Context: an optimization exercise on an open-source flow, tuned for small area and few clock cycles per item. The choices shown serve that exercise and are no tape-out recipe. The RTL was checked by simulation tests, not by an equivalence proof against the original design. Power is estimated from default activity; no workload was simulated.

**flow/config.mk**
```make
export PLATFORM = sky130hd
export DESIGN_NAME = k64_atomic
export DESIGN_NICKNAME = k64_atomic
export VERILOG_FILES = /design/flow/design.v
export SDC_FILE = /design/flow/constraint.sdc
export NUM_CORES = 4
export LEC_CHECK = 0
export CAP_MARGIN = 20
export CORE_MARGIN = 2
export CORE_UTILIZATION = 30
export PLACE_DENSITY = 0.45
export SETUP_SLACK_MARGIN = 1.0
export SLEW_MARGIN = 20
```
**flow/constraint.sdc**
```tcl
create_clock -name core_clock -period 30.0 [get_ports {clk}]
set_input_delay 6.0000 -clock core_clock [delete_from_list [all_inputs] [get_ports {clk}]]
set_output_delay 6.0000 -clock core_clock [all_outputs]
set_load 0.01 [all_outputs]
```
**flow/design.v**
```verilog
module k64_lzc64 (
    input  wire [63:0] a,
    output wire [5:0]  n,
    output wire        z
);
    wire [31:0] v1;  wire [31:0] c1;
    wire [15:0] v2;  wire [31:0] c2;
    wire [7:0]  v3;  wire [23:0] c3;
    wire [3:0]  v4;  wire [15:0] c4;
    wire [1:0]  v5;  wire [9:0]  c5;
    genvar i;
    generate
        for (i = 0; i < 32; i = i + 1) begin : l1
            assign v1[i] = a[2*i+1] | a[2*i];
            assign c1[i] = ~a[2*i+1];
        end
        for (i = 0; i < 16; i = i + 1) begin : l2
            assign v2[i] = v1[2*i+1] | v1[2*i];
            assign c2[2*i+1:2*i] = v1[2*i+1] ? {1'b0, c1[2*i+1]} : {1'b1, c1[2*i]};
        end
        for (i = 0; i < 8; i = i + 1) begin : l3
            assign v3[i] = v2[2*i+1] | v2[2*i];
            assign c3[3*i+2:3*i] = v2[2*i+1] ? {1'b0, c2[4*i+3:4*i+2]} : {1'b1, c2[4*i+1:4*i]};
        end
        for (i = 0; i < 4; i = i + 1) begin : l4
            assign v4[i] = v3[2*i+1] | v3[2*i];
            assign c4[4*i+3:4*i] = v3[2*i+1] ? {1'b0, c3[6*i+5:6*i+3]} : {1'b1, c3[6*i+2:6*i]};
        end
        for (i = 0; i < 2; i = i + 1) begin : l5
            assign v5[i] = v4[2*i+1] | v4[2*i];
            assign c5[5*i+4:5*i] = v4[2*i+1] ? {1'b0, c4[8*i+7:8*i+4]} : {1'b1, c4[8*i+3:8*i]};
        end
    endgenerate
    assign z = ~(v5[1] | v5[0]);
    assign n = v5[1] ? {1'b0, c5[9:5]} : {1'b1, c5[4:0]};
endmodule
module k64_fp_add (
    input  wire        f32,
    input  wire [63:0] a,
    input  wire [63:0] b,
    input  wire        ge,
    output reg  [63:0] y,
    output wire        nan_in
);
    wire        sa = f32 ? a[31] : a[63];
    wire        sb = f32 ? b[31] : b[63];
    wire [10:0] ea = f32 ? {3'b000, a[30:23]} : a[62:52];
    wire [10:0] eb = f32 ? {3'b000, b[30:23]} : b[62:52];
    wire [51:0] fa = {a[51:23] & {29{~f32}}, a[22:0]};
    wire [51:0] fb = {b[51:23] & {29{~f32}}, b[22:0]};
    wire        ma = f32 ? &a[30:23] : &a[62:52];
    wire        mb = f32 ? &b[30:23] : &b[62:52];
    wire        fa_nz = |fa;
    wire        fb_nz = |fb;
    wire a_nan = ma & fa_nz;
    wire b_nan = mb & fb_nz;
    wire a_inf = ma & ~fa_nz;
    wire b_inf = mb & ~fb_nz;
    assign nan_in = a_nan | b_nan;
    wire          swap = ~ge;
    wire          sp = swap ? sb : sa;
    wire [10:0]   ep = swap ? eb : ea;
    wire [10:0]   eq = swap ? ea : eb;
    wire [51:0]   fp = swap ? fb : fa;
    wire [51:0]   fq = swap ? fa : fb;
    wire          ep_nz = |ep;
    wire          eq_nz = |eq;
    wire [10:0]   xp = {ep[10:1], ep[0] | ~ep_nz};
    wire [10:0]   xq = {eq[10:1], eq[0] | ~eq_nz};
    wire [52:0]   mp = {ep_nz & ~f32, fp[51:24], fp[23] | (ep_nz & f32), fp[22:0]};
    wire [52:0]   mq = {eq_nz & ~f32, fq[51:24], fq[23] | (eq_nz & f32), fq[22:0]};
    wire [10:0]   d  = xp - xq;
    wire [5:0]    dd = d[5:0] | {6{|d[10:6]}};
    reg  [55:0]   w;
    reg           st;
    integer k;
    always @(*) begin
        w  = {mq, 3'b000};
        st = 1'b0;
        for (k = 5; k >= 0; k = k - 1)
            if (dd[k]) begin
                st = st | (|(w & ((56'd1 << (1 << k)) - 1)));
                w  = w >> (1 << k);
            end
    end
    wire [55:0]   qwin = {w[55:1], w[0] | st};
    wire          sub = sa ^ sb;
    wire [56:0]   sum = {1'b0, mp, 3'b000} + ({1'b0, qwin} ^ {57{sub}}) + {56'd0, sub};
    wire [5:0]    lz;
    wire          zero;
    k64_lzc64 u_lzc (.a({sum, 7'd0}), .n(lz), .z(zero));
    wire [10:0]   X  = xp + {6'd0, f32, f32, f32, 1'b0, f32};
    wire          lim = (X[10:6] == 5'd0) && (X[5:0] < lz);
    wire [5:0]    sh = lim ? X[5:0] : lz;
    wire [56:0]   norm = sum << sh;
    wire [10:0]   en = X + 11'd1 - {5'd0, sh};
    wire [10:0]   ef = norm[56] ? en : 11'd0;
    wire          st64 = |norm[2:0];
    wire          st32 = st64 | (|norm[31:3]);
    wire          lsb = f32 ? norm[33] : norm[4];
    wire          g   = f32 ? norm[32] : norm[3];
    wire          rs  = f32 ? st32 : st64;
    wire          up  = g & (rs | lsb);
    wire [62:0]   W   = {ef, norm[55:33], norm[32:4] | {29{f32}}};
    wire [62:0]   R   = W + {62'd0, up};
    wire          ovf = f32 ? ((R[62:52] >= 11'd255)) : (&R[62:52]);
    always @(*) begin
        if (a_nan || b_nan || (a_inf && b_inf && (sa != sb)))
            y = f32 ? 64'h0000_0000_7fc0_0000 : 64'h7ff8_0000_0000_0000;
        else if (a_inf || b_inf || ovf)
            y = f32 ? {32'd0, sp, 8'hff, 23'd0} : {sp, 11'h7ff, 52'd0};
        else if (zero)
            y = f32 ? {32'd0, sa & sb, 31'd0} : {sa & sb, 63'd0};
        else
            y = f32 ? {32'd0, sp, R[59:29]} : {sp, R};
    end
endmodule
module k64_atomic (
    input  wire         clk,
    input  wire         rst,
    input  wire         in_valid,
    output wire         in_ready,
    input  wire [7:0]   in_aop,
    input  wire [3:0]   in_atype,
    input  wire [127:0] in_old,
    input  wire [127:0] in_operand,
    input  wire [127:0] in_compare,
    output reg          out_valid,
    input  wire         out_ready,
    output reg  [127:0] out_result,
    output reg          out_bad
);
    localparam A_ADD = 8'h00, A_AND = 8'h01, A_OR = 8'h02, A_XOR = 8'h03,
               A_MIN = 8'h04, A_MAX = 8'h05, A_SWAP = 8'h06, A_CAS = 8'h07,
               A_TALLY = 8'h10;
    localparam T_I32 = 4'h0, T_U32 = 4'h1, T_I64 = 4'h2, T_U64 = 4'h3,
               T_U128 = 4'h4, T_F32 = 4'h5, T_F64 = 4'h6;
    wire [127:0] v = in_old;
    wire [127:0] x = in_operand;
    wire [127:0] c = in_compare;
    wire op_int  = (in_aop <= A_SWAP);
    wire op_full = (in_aop <= A_CAS);
    wire op_flt  = (in_aop == A_ADD) || (in_aop == A_MIN) ||
                   (in_aop == A_MAX) || (in_aop == A_SWAP);
    reg  valid_pair;
    always @(*) begin
        case (in_atype)
            T_I32, T_U32:  valid_pair = op_int;
            T_I64:         valid_pair = op_full;
            T_U64:         valid_pair = op_full || (in_aop == A_TALLY);
            T_U128:        valid_pair = (in_aop == A_SWAP) || (in_aop == A_CAS);
            T_F32, T_F64:  valid_pair = op_flt;
            default:       valid_pair = 1'b0;
        endcase
    end
    wire is_f32 = (in_atype == T_F32);
    wire is_fp  = is_f32 || (in_atype == T_F64);
    wire w32    = (in_atype == T_I32) || (in_atype == T_U32) || is_f32;
    wire w128   = (in_atype == T_U128);
    wire sgn    = (in_atype == T_I32) || (in_atype == T_I64) || is_fp;
    wire o_add  = (in_aop == A_ADD) || (in_aop == A_TALLY);
    wire o_mm   = (in_aop == A_MIN) || (in_aop == A_MAX);
    wire         sub = o_mm || is_fp;
    wire [63:0]  xs  = x[63:0] ^ {64{sub}};
    wire [63:0]  pr  = v[63:0] ^ xs;
    wire [63:0]  gn  = v[63:0] & xs;
    wire [64:0]  s   = {1'b0, v[63:0]} + {1'b0, xs} + {64'd0, sub};
    wire [64:0]  cy  = s ^ {1'b0, pr};           
    wire lt32 = (sgn && (v[31] ^ x[31])) ? v[31] : ~cy[32];
    wire lt64 = (sgn && (v[63] ^ x[63])) ? v[63] : ~cy[64];
    wire sv   = w32 ? v[31] : v[63];
    wire sx   = w32 ? x[31] : x[63];
    wire lt   = (w32 ? lt32 : lt64) ^ (is_fp & sv & sx);
    wire mag_ge = w32 ? cy[31] : cy[63];       
    wire [63:0] fr;
    wire        nan_in;
    k64_fp_add u_fp (
        .f32(is_f32), .a(v[63:0]), .b(x[63:0]), .ge(mag_ge), .y(fr), .nan_in(nan_in)
    );
    wire eq_lo = (v[63:0] == c[63:0]);
    wire eq_hi = (v[127:64] == c[127:64]);
    wire eq    = eq_lo && (!w128 || eq_hi);
    wire fp_nan_mm = is_fp && o_mm && nan_in;
    wire c_sel  = valid_pair && ((in_aop == A_SWAP) || (in_aop == A_CAS) || (o_mm && !fp_nan_mm));
    wire pick_x = (in_aop == A_SWAP) || ((in_aop == A_CAS) && eq) ||
                  (o_mm && ((in_aop == A_MAX) ? lt : !lt));
    wire c_v    = c_sel && !pick_x;
    wire c_x    = c_sel && pick_x;
    wire c_and  = valid_pair && (in_aop == A_AND);
    wire c_or   = valid_pair && (in_aop == A_OR);
    wire c_xor  = valid_pair && (in_aop == A_XOR);
    wire c_sum  = valid_pair && !is_fp && o_add;
    wire c_fp   = valid_pair && is_fp && (o_add || fp_nan_mm);
    wire [63:0] r_lo =
        ({64{c_v}}   & v[63:0]) |
        ({64{c_x}}   & x[63:0]) |
        ({64{c_and}} & gn) |
        ({64{c_or}}  & (pr | gn)) |
        ({64{c_xor}} & pr) |
        ({64{c_sum}} & s[63:0]) |
        ({64{c_fp}}  & fr);
    wire [127:0] result = {{64{w128}} & (({64{c_v}} & v[127:64]) | ({64{c_x}} & x[127:64])),
                           r_lo[63:32] & {32{!w32}}, r_lo[31:0]};
    assign in_ready = !out_valid || out_ready;
    always @(posedge clk) begin
        if (rst) begin
            out_valid <= 1'b0;
        end else if (in_ready) begin
            out_valid <= in_valid;
        end
    end
    always @(posedge clk) begin
        if (in_ready) begin
            out_result <= result;
            out_bad    <= !valid_pair;
        end
    end
endmodule
```
**flow/run.sh**
```bash
#!/bin/bash
# synth_recipe.tcl (not shown) runs the flow's synth.tcl, then flattens the netlist and writes it again
# the make line also repeats each setting of config.mk as NAME=value (left out here)
make -C /OpenROAD-flow-scripts/flow DESIGN_CONFIG=/design/flow/config.mk WORK_HOME=/design/flow/orfs CLKGATE_MAP_FILE= SYNTH_SCRIPT=/design/flow/synth_recipe.tcl finish
```
==> results_dict.tcl <==
set metrics [dict create \
    clk_latency_ns 0.48 \
    design.core.area_mm2 0.123 \
    tightest_slew_ns 1.17 \
    period_minus_slack_ns 27.93 \
    synth_cell_types 122 \
    clock_power_share_pct 5.0 \
    worstSetupPathType "in -> reg" \
    power_frac_seq_pct 4.5 \
    fill_cells 13400 \
    power_mw 4.67 \
    synth_edf_count 129 \
    combPwrFrac_pct 90.5 \
    yosysWarnings 2 \
    fin_nets 6598 \
    fp.dieArea_mm2 0.127 \
    grt_usage_pct 40.3 \
    yosys.area.top_type "edfxtp_1" \
    dr_total_vias 48900 \
    synthCells 5476 \
    rsz0062_at_grt "false" \
    p_leak_nw 18.2 \
    setup_viol 0 \
    io_buffers 530 \
    timing.fmax_ghz 0.0358 \
    drt-total-wl_mm 268 \
    swShare_pct 65.2 \
    dieWidth_um 356 \
    gp_congestion 1.02 \
    syn_area_mm2 0.0372 \
    relSlewSlack_pct 19.7 \
    syn_nets 6102 \
    finalCritPeriodShare_pct 93.1 \
    seq_area_mm2 0.00389 \
    grt_pass1_vias 45700 \
    clock-root-buffer "clkbuf_16" \
    grt_first_pass_wirelength_mm 367 \
    vias_per_cell 6.42 \
    antenna_found_initial 18 \
    syn_to_final_growth_pct 25.4 \
    critPathMaxStageDelay_ns 0.66 \
    hold_path_class "reg -> reg" \
    ys_seq_area_share_pct 10.5 \
    cts_buffers 17 \
    synth_area_leaders "edfxtp_1, ha_1, a21oi_1" \
    max_cap_violations 0 \
    multi_input_area_mm2 0.0312 \
    worstSetupEndpointType "register" \
    synth_seq_cells 130 \
    tritoncts "built" \
    clock_sinks 130 \
    cp.required_ns 30.19 \
    status "no timing/DRC/antenna violations" \
    timing.hold.ws_ns 0.909 \
    cpMaxStageDelayCell "or4_1" \
    synth.most_common_cell "nor2_1" \
    final_hold_viol_count 0 \
    drtAntennaViolNets 0 \
    p_int_mw 1.63 \
    crit_arrival_ns 28.12 \
    drt_iter0_markers 6823 \
    cp_common_cell "buf_4" \
    grt_overflow_total 0 \
    cts.clk_slew.worst_paths_ns 0.09 \
    dpl.hpwl_mm 219 \
    cts_hold_buf 0 \
    slew_viol_final 0 \
    synthFlopType "edfxtp_1" \
    h-tree-depth 4 \
    synth-async-reset-ratio_pct 0 \
    wl_per_cell_um 35.1 \
    p_sw_mw 3.04 \
    drc 0 \
    power_density_mw_per_mm2 100 \
    tns_ns 0 \
    yosysTopAreaCellShare_pct 10.4 \
    critPathLaunchType "input port" \
    ios 531 \
    ys_top_cells_by_count "nor2_1, nand2_1, a21oi_1" \
    layout-drive-gt1-share_pct 9.64 \
    rows 129 \
    dr.pass1.iters 8 \
    avgSynthCellArea_um2 6.79 \
    cts_buffer_depth 2 \
    die_height_um 356 \
    ir_drop_mv 0.102 \
    grt_max_degree 67 \
    cp_max_fo 41 \
    clock_skew_ns 0.0295 \
    start_util_pct 30.1 \
]
-- placed cells by master (no fill, tap or decap), types with 78 or more instances in the layout --
master and n:
a21o_1 78, a21oi_1 476, a22oi_1 90, buf_4 323, clkdlybuf4s50_1 528, edfxtp_1 129, ha_1 221, inv_1 243
mux2i_1 228, nand2_1 530, nand3_1 167, nand4_1 129, nor2_1 559, nor3_1 196, o211ai_1 91, o21ai_0 368
o22ai_1 106, xnor2_1 256, xor2_1 156
-- layout make-up --
| class | count | area share, % |
|---|---|---|
| antenna | 7 | 0.0376 |
| clock buffer | 17 | 0.912 |
| clock inverter | 14 | 0.405 |
| inverter | 251 | 2.04 |
| multi-input combinational | 4707 | 66.8 |
| sequential | 130 | 8.35 |
| tap | 1637 | 4.39 |
| timing repair buffer | 865 | 17.0 |
-- sequential cells by signal (all words and copies together), names as in the netlist --
signal,count
out_result,128
out_valid,1
out_bad,1
-- per-stage QoR --
stage	instance area (um2)	worst slack [ns]	cells	util (%)
2_1_floorplan	37200	3.32	5476	-
3_3_place_gp	45600	0.789	7575	37.0
3_5_place_dp	45600	0.682	7575	37.0
4_1_cts	46200	1.03	7606	37.4
5_1_grt	46600	0.884	7623	37.8
6_report	46600	2.07	7628	37.8
-- final timing paths --
kind,startpoint,end,slack [ns],depth (start not counted)
setup / recovery,in_aop[5],out_result[29],2.07,96
hold / removal,out_valid,out_result[2],0.91,1
hold reg to reg,out_valid,out_result[2],0.91,1
setup reg to reg,out_valid,out_result[122],27.31,3
-- routing by layer --
metal | GRT usage (%) | part of all wire (%) | routed length [um] | vias up
met5 | 0 | 0.027 | 73 | -
met4 | 19.3 | 5.8 | 15500 | 12
met3 | 7.13 | 9.0 | 24100 | 567
met2 | 62.2 | 43 | 116000 | 3004
met1 | 53.9 | 42 | 112000 | 23900
li1 | - | - | - | 21400
-- cells by family (layout without fill, tap and decap cells) --
group                    Yosys count  count (layout)  share of synthesized area, %
adder cells (fa/ha/maj)          226             226                          7.67
multiplexers                     248             248                          6.93
AND/OR/NAND/NOR                 1985            1986                          25.4
XOR/XNOR                         418             418                          9.95
flip-flops                       130             130                          10.5
other                              0               7                             0
buffers and inverters            640            1147                          6.84
AO/OA/AOI/OAI                   1829            1829                          32.7
-- timing repair --
| action | CTS | global route |
|---|---|---|
| hold endpoints to repair | 0 | 0 |
| endpoints found under the setup margin | 0 | 64 |
| resized for setup | 0 | 66 |
| buffers inserted | 0 | 14 |
-- critical path: cells and delay by family --
family / cells / cell delay (ns)
AO/OA/AOI/OAI: 42 / 9.58
XOR/XNOR: 3 / 0.78
adder cells (fa/ha/maj): 6 / 1.77
buffers and inverters: 18 / 3.46
multiplexers: 3 / 0.51
AND/OR/NAND/NOR: 24 / 5.95
-- power by group through the flow --
stage	sequential (mW)	combinational, mW	clock, mW
5_1_grt	0.212	4.33	0.239
3_5_place_dp	0.216	3.99	0
2_1_floorplan	0.218	2.11	0
4_1_cts	0.212	4.00	0.235
6_report	0.212	4.22	0.232
3_3_place_gp	0.216	4.04	0
Testbench counts, summed over its fixed seeds: cycles 24,008, items 24,000.

what the ideal ports hide:
The results above use ideal ports. As a check the final layout listed here was re-extracted and re-timed, cells and wires unchanged. Step 1, drivers: a clkbuf_16 drives clk and a buf_2 each remaining input, both assumed. Step 2 also shifts input and output timing later by t, the mid clock arrival at the registers, as if the neighbouring blocks saw the same clock. a / b / c = no drivers / after step 1 / after step 2; a / b = the first two.
t, ns: 0.532
setup WS [ns]: 2.073 / 2.120 / 1.588
worst setup path at the end: input to register
clock arrival spread, ns: 0.041 / 0.041
worst register clock-pin slew, ns: 0.09 / 0.09
After both steps setup and hold are still met in this run. For this run, drivers alone change the setup slack by +0.047 ns; drivers and shift together by -0.485 ns.
